Background: an optimization exercise with open tools, aiming at small area and a short achievable clock period. Do not read the settings as production practice.
The RTL was checked by simulation tests, not by an equivalence proof against the original design. No driver is modelled on the clock port, so clocking that relies on it looks cheaper here than on a real chip.

==> 12-02 <==
// ecc_codec
module ecc_codec (
    input  wire        clk,
    input  wire        rst,
    input  wire        in_valid,
    input  wire        in_decode,
    input  wire [1:0]  in_code,
    input  wire [63:0] in_data,
    input  wire [14:0] in_chk,
    output wire        out_valid,
    output wire [63:0] out_data,
    output wire [14:0] out_chk,
    output wire [1:0]  out_status
);
export LEC_CHECK = 0
export CAP_MARGIN = 20
export CORE_MARGIN = 2
export CORE_UTILIZATION = 55
export PLACE_DENSITY = 0.7
export SLEW_MARGIN = 20
create_clock -name core_clock -period 13.0 [get_ports {clk}]
standard.sh (not shown) runs the stock make flow with config.mk's settings and CLKGATE_MAP_FILE= SYNTH_SCRIPT=/design/flow/synth_recipe.tcl, a recipe that flattens the netlist after the stock synthesis.
==> flow/flow/run.sh <==
#!/bin/bash
# Own layout flow: the standard layout (standard.sh, unchanged synthesis and
# steps) with these changes:
#  - the port buffers that global placement puts on every input and output are
#    sky130_fd_sc_hd__buf_1 cells instead of ORFS's default choice;
#  - clock tree synthesis clusters up to 24 flip-flops under each leaf buffer
#    (clkbuf_16) and inserts no dummy loads;
#  - timing repair aims for 9.4 ns of setup slack (a 3.6 ns period) instead of 0.
# Each tool's full output is kept: ORFS writes its per-step logs under
# orfs/logs/, and this script keeps the make output in standard.log.
set -euo pipefail
cd "$(dirname "$0")/.."
export BUFFER_PORTS_ARGS="-buffer_cell sky130_fd_sc_hd__buf_1"
export CTS_ARGS="-sink_clustering_enable -repair_clock_nets -sink_clustering_size 24 -sink_clustering_max_diameter 100 -buf_list sky130_fd_sc_hd__clkbuf_16 -dont_use_dummy_load"
export SETUP_SLACK_MARGIN=9.4
bash standard.sh > standard.log 2>&1
==> 04-25 (differences from 12-02) <==
--- a/flow/design.v
+++ b/flow/design.v
@@ -827,107 +827,18 @@
     end
     wire [7:0] sl_x = {s3z_q4, x2_q4};    
     function inr(input [6:0] x);
         inr = (x == 7'd1) | (x == 7'd2) | (x == 7'd3) | (x == 7'd4) | (x == 7'd5) | (x == 7'd6) | (x == 7'd8) | (x == 7'd9) | (x == 7'd10) | (x == 7'd11) | (x == 7'd12) | (x == 7'd16) | (x == 7'd18) | (x == 7'd20) | (x == 7'd22) | (x == 7'd24) | (x == 7'd25) | (x == 7'd27) | (x == 7'd29) | (x == 7'd31) | (x == 7'd32) | (x == 7'd35) | (x == 7'd36) | (x == 7'd37) | (x == 7'd39) | (x == 7'd40) | (x == 7'd41) | (x == 7'd43) | (x == 7'd44) | (x == 7'd45) | (x == 7'd47) | (x == 7'd48) | (x == 7'd50) | (x == 7'd51) | (x == 7'd53) | (x == 7'd54) | (x == 7'd55) | (x == 7'd57) | (x == 7'd58) | (x == 7'd61) | (x == 7'd62) | (x == 7'd64) | (x == 7'd65) | (x == 7'd69) | (x == 7'd70) | (x == 7'd72) | (x == 7'd73) | (x == 7'd74) | (x == 7'd75) | (x == 7'd80) | (x == 7'd81) | (x == 7'd82) | (x == 7'd83) | (x == 7'd85) | (x == 7'd86) | (x == 7'd87) | (x == 7'd88) | (x == 7'd90) | (x == 7'd93) | (x == 7'd94) | (x == 7'd95) | (x == 7'd96) | (x == 7'd97) | (x == 7'd100) | (x == 7'd102) | (x == 7'd106) | (x == 7'd107) | (x == 7'd108) | (x == 7'd109) | (x == 7'd110) | (x == 7'd111) | (x == 7'd113) | (x == 7'd114) | (x == 7'd115) | (x == 7'd116) | (x == 7'd122) | (x == 7'd124) | (x == 7'd125);
     endfunction
     function lcol(input [7:0] s);
         lcol = (s == 8'd1) | (s == 8'd2) | (s == 8'd4) | (s == 8'd7) | (s == 8'd8) | (s == 8'd11) | (s == 8'd13) | (s == 8'd14) | (s == 8'd16) | (s == 8'd19) | (s == 8'd21) | (s == 8'd22) | (s == 8'd25) | (s == 8'd26) | (s == 8'd28) | (s == 8'd31) | (s == 8'd32) | (s == 8'd35) | (s == 8'd37) | (s == 8'd38) | (s == 8'd41) | (s == 8'd42) | (s == 8'd44) | (s == 8'd47) | (s == 8'd49) | (s == 8'd50) | (s == 8'd52) | (s == 8'd55) | (s == 8'd56) | (s == 8'd59) | (s == 8'd61) | (s == 8'd62) | (s == 8'd64) | (s == 8'd67) | (s == 8'd69) | (s == 8'd70) | (s == 8'd73) | (s == 8'd74) | (s == 8'd76) | (s == 8'd79) | (s == 8'd81) | (s == 8'd82) | (s == 8'd84) | (s == 8'd87) | (s == 8'd88) | (s == 8'd97) | (s == 8'd98) | (s == 8'd100) | (s == 8'd104) | (s == 8'd112) | (s == 8'd128) | (s == 8'd131) | (s == 8'd133) | (s == 8'd134) | (s == 8'd137) | (s == 8'd138) | (s == 8'd140) | (s == 8'd145) | (s == 8'd146) | (s == 8'd148) | (s == 8'd152) | (s == 8'd161) | (s == 8'd162) | (s == 8'd164) | (s == 8'd168) | (s == 8'd176) | (s == 8'd193) | (s == 8'd194) | (s == 8'd196) | (s == 8'd200) | (s == 8'd208) | (s == 8'd224);
     endfunction
-    wire inr1, inr2, l_col;
-    wire inr1n_9 = ~x1_q4[2] & ~x1_q4[1];
-    wire inr1n_10 = x1_q4[3] & inr1n_9;
-    wire inr1n_11 = ~x1_q4[6] & ~inr1n_10;
-    wire inr1n_12 = ~x1_q4[3] & x1_q4[0];
-    wire inr1n_13 = ~x1_q4[5] & ~x1_q4[1];
-    wire inr1n_14 = ~inr1n_12 & ~inr1n_13;
-    wire inr1n_15 = ~x1_q4[4] & ~x1_q4[3];
-    wire inr1n_16 = ~x1_q4[1] & ~inr1n_15;
-    wire inr1n_17 = inr1n_14 & inr1n_16;
-    wire inr1n_18 = x1_q4[1] & inr1n_15;
-    wire inr1n_19 = x1_q4[3] & x1_q4[0];
-    wire inr1n_20 = x1_q4[4] & inr1n_19;
-    wire inr1n_21 = ~x1_q4[2] & ~inr1n_20;
-    wire inr1n_22 = ~inr1n_18 & inr1n_21;
-    wire inr1n_23 = ~inr1n_17 & inr1n_22;
-    wire inr1n_24 = ~x1_q4[5] & x1_q4[0];
-    wire inr1n_25 = ~inr1n_14 & ~inr1n_24;
-    wire inr1n_26 = x1_q4[5] & x1_q4[1];
-    wire inr1n_27 = x1_q4[4] & inr1n_26;
-    wire inr1n_28 = x1_q4[2] & ~inr1n_27;
-    wire inr1n_29 = ~inr1n_25 & inr1n_28;
-    wire inr1n_30 = ~inr1n_23 & ~inr1n_29;
-    wire inr1n_31 = ~inr1n_11 & ~inr1n_30;
-    wire inr1n_32 = x1_q4[5] & ~inr1n_9;
-    wire inr1n_33 = ~x1_q4[3] & ~inr1n_32;
-    wire inr1n_34 = x1_q4[4] & ~inr1n_33;
-    wire inr1n_35 = ~x1_q4[5] & ~x1_q4[4];
-    wire inr1n_36 = inr1n_9 & inr1n_35;
-    wire inr1n_37 = ~inr1n_26 & ~inr1n_36;
-    wire inr1n_38 = ~inr1n_34 & inr1n_37;
-    wire inr1n_39 = ~x1_q4[0] & ~inr1n_27;
-    wire inr1n_40 = ~inr1n_38 & inr1n_39;
-    wire inr1n_41 = x1_q4[0] & ~inr1n_35;
-    wire inr1n_42 = inr1n_33 & inr1n_41;
-    wire inr1n_43 = inr1n_19 & inr1n_27;
-    wire inr1n_44 = ~x1_q4[6] & ~inr1n_43;
-    wire inr1n_45 = ~inr1n_42 & inr1n_44;
-    wire inr1n_46 = ~inr1n_40 & inr1n_45;
-    wire inr1n_47 = ~inr1n_31 & ~inr1n_46;
-    wire inr1n_48 = ~x1_q4[1] & ~inr1n_19;
-    wire inr1n_49 = ~x1_q4[3] & ~x1_q4[0];
-    wire inr1n_50 = x1_q4[2] & inr1n_35;
-    wire inr1n_51 = ~inr1n_49 & inr1n_50;
-    wire inr1n_52 = ~inr1n_48 & inr1n_51;
-    assign inr1 = ~inr1n_47 & ~inr1n_52;
-    wire inr2n_9 = ~x2_q4[2] & ~x2_q4[1];
-    wire inr2n_10 = x2_q4[3] & inr2n_9;
-    wire inr2n_11 = ~x2_q4[6] & ~inr2n_10;
-    wire inr2n_12 = ~x2_q4[3] & x2_q4[0];
-    wire inr2n_13 = ~x2_q4[5] & ~x2_q4[1];
-    wire inr2n_14 = ~inr2n_12 & ~inr2n_13;
-    wire inr2n_15 = ~x2_q4[4] & ~x2_q4[3];
-    wire inr2n_16 = ~x2_q4[1] & ~inr2n_15;
-    wire inr2n_17 = inr2n_14 & inr2n_16;
-    wire inr2n_18 = x2_q4[1] & inr2n_15;
-    wire inr2n_19 = x2_q4[3] & x2_q4[0];
-    wire inr2n_20 = x2_q4[4] & inr2n_19;
-    wire inr2n_21 = ~x2_q4[2] & ~inr2n_20;
-    wire inr2n_22 = ~inr2n_18 & inr2n_21;
-    wire inr2n_23 = ~inr2n_17 & inr2n_22;
-    wire inr2n_24 = ~x2_q4[5] & x2_q4[0];
-    wire inr2n_25 = ~inr2n_14 & ~inr2n_24;
-    wire inr2n_26 = x2_q4[5] & x2_q4[1];
-    wire inr2n_27 = x2_q4[4] & inr2n_26;
-    wire inr2n_28 = x2_q4[2] & ~inr2n_27;
-    wire inr2n_29 = ~inr2n_25 & inr2n_28;
-    wire inr2n_30 = ~inr2n_23 & ~inr2n_29;
-    wire inr2n_31 = ~inr2n_11 & ~inr2n_30;
-    wire inr2n_32 = x2_q4[5] & ~inr2n_9;
-    wire inr2n_33 = ~x2_q4[3] & ~inr2n_32;
-    wire inr2n_34 = x2_q4[4] & ~inr2n_33;
-    wire inr2n_35 = ~x2_q4[5] & ~x2_q4[4];
-    wire inr2n_36 = inr2n_9 & inr2n_35;
-    wire inr2n_37 = ~inr2n_26 & ~inr2n_36;
-    wire inr2n_38 = ~inr2n_34 & inr2n_37;
-    wire inr2n_39 = ~x2_q4[0] & ~inr2n_27;
-    wire inr2n_40 = ~inr2n_38 & inr2n_39;
-    wire inr2n_41 = x2_q4[0] & ~inr2n_35;
-    wire inr2n_42 = inr2n_33 & inr2n_41;
-    wire inr2n_43 = inr2n_19 & inr2n_27;
-    wire inr2n_44 = ~x2_q4[6] & ~inr2n_43;
-    wire inr2n_45 = ~inr2n_42 & inr2n_44;
-    wire inr2n_46 = ~inr2n_40 & inr2n_45;
-    wire inr2n_47 = ~inr2n_31 & ~inr2n_46;
-    wire inr2n_48 = ~x2_q4[1] & ~inr2n_19;
-    wire inr2n_49 = ~x2_q4[3] & ~x2_q4[0];
-    wire inr2n_50 = x2_q4[2] & inr2n_35;
-    wire inr2n_51 = ~inr2n_49 & inr2n_50;
-    wire inr2n_52 = ~inr2n_48 & inr2n_51;
-    assign inr2 = ~inr2n_47 & ~inr2n_52;
+    wire inr1 = inr(x1_q4);
+    wire inr2 = inr(x2_q4);
     wire x1z  = (x1_q4 == 7'd0);
     wire bch_ok = ~s1z_q4 & tr0_q4 & inr2 & (x1z | (inr1 & ~par_s_q4));
     wire en_s   = ds_q4 & bch_ok;
     wire st_s_clean = s1z_q4 & s3z_q4 & ~par_s_q4;
     wire st_s_corr  = bch_ok | (s1z_q4 & s3z_q4 & par_s_q4);
     wire flip_p     = ds_q4 & ((s1z_q4 & s3z_q4 & par_s_q4) | (bch_ok & x1z & ~par_s_q4));
     wire [7:0]  h1, h2;
     wire [15:0] l1, l2, hl, ll;
@@ -1092,51 +1003,17 @@
     assign fl[65] = hl[0] & ll[2];
     assign fl[66] = hl[0] & ll[4];
     assign fl[67] = hl[0] & ll[8];
     assign fl[68] = hl[1] & ll[0];
     assign fl[69] = hl[2] & ll[0];
     assign fl[70] = hl[4] & ll[0];
     assign fl[71] = hl[8] & ll[0];
     wire l_zero = (sl_x == 8'd0);
-    wire lcoln_10 = ~sl_x[5] & ~sl_x[2];
-    wire lcoln_11 = sl_x[5] & sl_x[2];
-    wire lcoln_12 = ~lcoln_10 & ~lcoln_11;
-    wire lcoln_13 = ~sl_x[4] & ~sl_x[3];
-    wire lcoln_14 = sl_x[4] & sl_x[3];
-    wire lcoln_15 = ~lcoln_13 & ~lcoln_14;
-    wire lcoln_16 = ~lcoln_12 & ~lcoln_15;
-    wire lcoln_17 = ~lcoln_10 & ~lcoln_13;
-    wire lcoln_18 = ~lcoln_11 & ~lcoln_14;
-    wire lcoln_19 = ~sl_x[6] & ~lcoln_18;
-    wire lcoln_20 = lcoln_17 & ~lcoln_19;
-    wire lcoln_21 = ~lcoln_16 & ~lcoln_20;
-    wire lcoln_22 = sl_x[5] & sl_x[0];
-    wire lcoln_23 = lcoln_18 & ~lcoln_22;
-    wire lcoln_24 = ~sl_x[0] & ~lcoln_17;
-    wire lcoln_25 = ~lcoln_23 & ~lcoln_24;
-    wire lcoln_26 = ~sl_x[7] & ~sl_x[6];
-    wire lcoln_27 = sl_x[7] & sl_x[6];
-    wire lcoln_28 = ~lcoln_26 & ~lcoln_27;
-    wire lcoln_29 = ~lcoln_25 & lcoln_28;
-    wire lcoln_30 = ~lcoln_21 & ~lcoln_29;
-    wire lcoln_31 = lcoln_21 & lcoln_28;
-    wire lcoln_32 = ~lcoln_30 & ~lcoln_31;
-    wire lcoln_33 = sl_x[7] & sl_x[1];
-    wire lcoln_34 = ~lcoln_16 & lcoln_33;
-    wire lcoln_35 = sl_x[1] & ~sl_x[0];
-    wire lcoln_36 = ~sl_x[1] & sl_x[0];
-    wire lcoln_37 = ~lcoln_35 & ~lcoln_36;
-    wire lcoln_38 = ~lcoln_34 & lcoln_37;
-    wire lcoln_39 = lcoln_32 & lcoln_38;
-    wire lcoln_40 = ~lcoln_17 & lcoln_18;
-    wire lcoln_41 = ~lcoln_26 & ~lcoln_40;
-    wire lcoln_42 = ~lcoln_37 & ~lcoln_41;
-    wire lcoln_43 = ~lcoln_32 & lcoln_42;
-    assign l_col = lcoln_39 | lcoln_43;
+    wire l_col  = lcol(sl_x);
     wire [63:0] res_data = d_q4 ^ fs[77:14] ^ fl[63:0];
     wire [14:0] res_chk = chk0_q4 ^ {flip_p, fs[13:0]} ^ {7'd0, fl[71:64]};
     wire [1:0] res_st = poi_q4 ? 2'd3 : dl_q4 ? (l_zero ? 2'd0 : l_col ? 2'd1 : 2'd2) : ds_q4 ? (st_s_clean ? 2'd0 : st_s_corr ? 2'd1 : 2'd2) : 2'd0;
     reg v5;
     always @(posedge clk) v5 <= rst ? 1'b0 : v4;
     reg [63:0] res_data_q5;
     reg [14:0] res_chk_q5;
     reg [1:0] res_st_q5;
==> flow/flow/run.sh (replaced) <==
#!/bin/bash
# Own layout flow: the standard layout (standard.sh, unchanged synthesis and
# steps) with two changes:
#  - the port buffers that global placement puts on every input and output are
#    sky130_fd_sc_hd__buf_1 cells instead of ORFS's default choice;
#  - clock tree synthesis clusters up to 24 flip-flops under each leaf buffer
#    (clkbuf_16) and inserts no dummy loads;
#  - timing repair aims for 9.6 ns of setup slack (a 3.4 ns period) instead of 0.
# Each tool's full output is kept: ORFS writes its per-step logs under
# orfs/logs/, and this script keeps the make output in standard.log.
set -euo pipefail
cd "$(dirname "$0")/.."
export BUFFER_PORTS_ARGS="-buffer_cell sky130_fd_sc_hd__buf_1"
export CTS_ARGS="-sink_clustering_enable -repair_clock_nets -sink_clustering_size 24 -sink_clustering_max_diameter 100 -buf_list sky130_fd_sc_hd__clkbuf_16 -dont_use_dummy_load"
export SETUP_SLACK_MARGIN=9.6
bash standard.sh > standard.log 2>&1
==> flow/config.mk (replaced) <==
export PLATFORM = sky130hd
export DESIGN_NAME = ecc_codec
export DESIGN_NICKNAME = ecc_codec
export VERILOG_FILES = /design/flow/design.v
export SDC_FILE = /design/flow/constraint.sdc
export NUM_CORES = 4
export LEC_CHECK = 0
export CAP_MARGIN = 20
export CORE_MARGIN = 2
export CORE_UTILIZATION = 40
export PLACE_DENSITY = 0.6
export SLEW_MARGIN = 20
==> 03-13 (differences from 12-02) <==
==> flow/flow/run.sh (replaced) <==
#!/bin/bash
# Own layout flow: the standard layout (standard.sh, unchanged synthesis and
# steps) with these changes:
#  - the port buffers that global placement puts on every input and output are
#    sky130_fd_sc_hd__buf_1 cells instead of ORFS's default choice;
#  - clock tree synthesis clusters up to 36 flip-flops under each leaf buffer
#    (clkbuf_16) and inserts no dummy loads;
#  - timing repair aims for 9.3 ns of setup slack (a 3.7 ns period) instead of 0.
# Each tool's full output is kept: ORFS writes its per-step logs under
# orfs/logs/, and this script keeps the make output in standard.log.
set -euo pipefail
cd "$(dirname "$0")/.."
export BUFFER_PORTS_ARGS="-buffer_cell sky130_fd_sc_hd__buf_1"
export CTS_ARGS="-sink_clustering_enable -repair_clock_nets -sink_clustering_size 36 -sink_clustering_max_diameter 100 -buf_list sky130_fd_sc_hd__clkbuf_16 -dont_use_dummy_load"
export SETUP_SLACK_MARGIN=9.3
bash standard.sh > standard.log 2>&1
==> summary of the runs <==
In 03-13 the via count is smaller than in 04-25, by about 7%. Worst hold slack: 03-13 is higher than 04-25 (0.0025 ns). In sequential cell count, 03-13 and 12-02 do not differ. In 03-13 the core utilization is lower than in 12-02, by 1.5 points.
==> figures <==
item                                             12-02          04-25       03-13
Run status            no timing/DRC/antenna violations  no timing/DRC/antenna violations  no timing/DRC/antenna violations
Number of tap cells added at floorplan             468            680         468
Placeable core area                          36600 µm²      51200 µm²   36600 µm²
XOR/XNOR share of the synthesized area           0.277          0.270       0.277
R2r endpoint                                  x2_q4[0]  res_chk_q5[3]    s3_q2[3]
Post-layout net count                             2280           2388        2269
Number of clock-tree buffers in the layout          24             25          18
Area after detailed placement                21200 µm²      21700 µm²   21200 µm²

==> what the ideal ports hide <==
No port has a modelled driver above. Below, the same layouts with a new extraction and two added sets of constraints. Step 1 (the two cells are an assumption about what drives the block):
set clk [get_ports {clk}]
set_driving_cell -lib_cell sky130_fd_sc_hd__clkbuf_16 $clk
set_driving_cell -lib_cell sky130_fd_sc_hd__buf_2 [delete_from_list [all_inputs] $clk]
Step 2 adds t to the input delays and takes it off the output delays; t is the mean of the earliest and latest rising clock arrival at the registers after step 1. Input paths then give back, and output paths get back, about the clock's delay inside the block. a / b / c = no drivers / after step 1 / after step 2; a / b = the first two.
| run | t (ns) | slack for setup (ns) | clock arrival spread, ns |
|---|---|---|---|
| 12-02 | 0.590 | 9.358 / 9.302 / 9.510 | 0.076 / 0.076 |
| 04-25 | 0.619 | 9.378 / 9.321 / 9.688 | 0.055 / 0.055 |
| 03-13 | 0.579 | 9.351 / 9.295 / 9.366 | 0.083 / 0.083 |
After both steps every run listed still meets setup and hold.
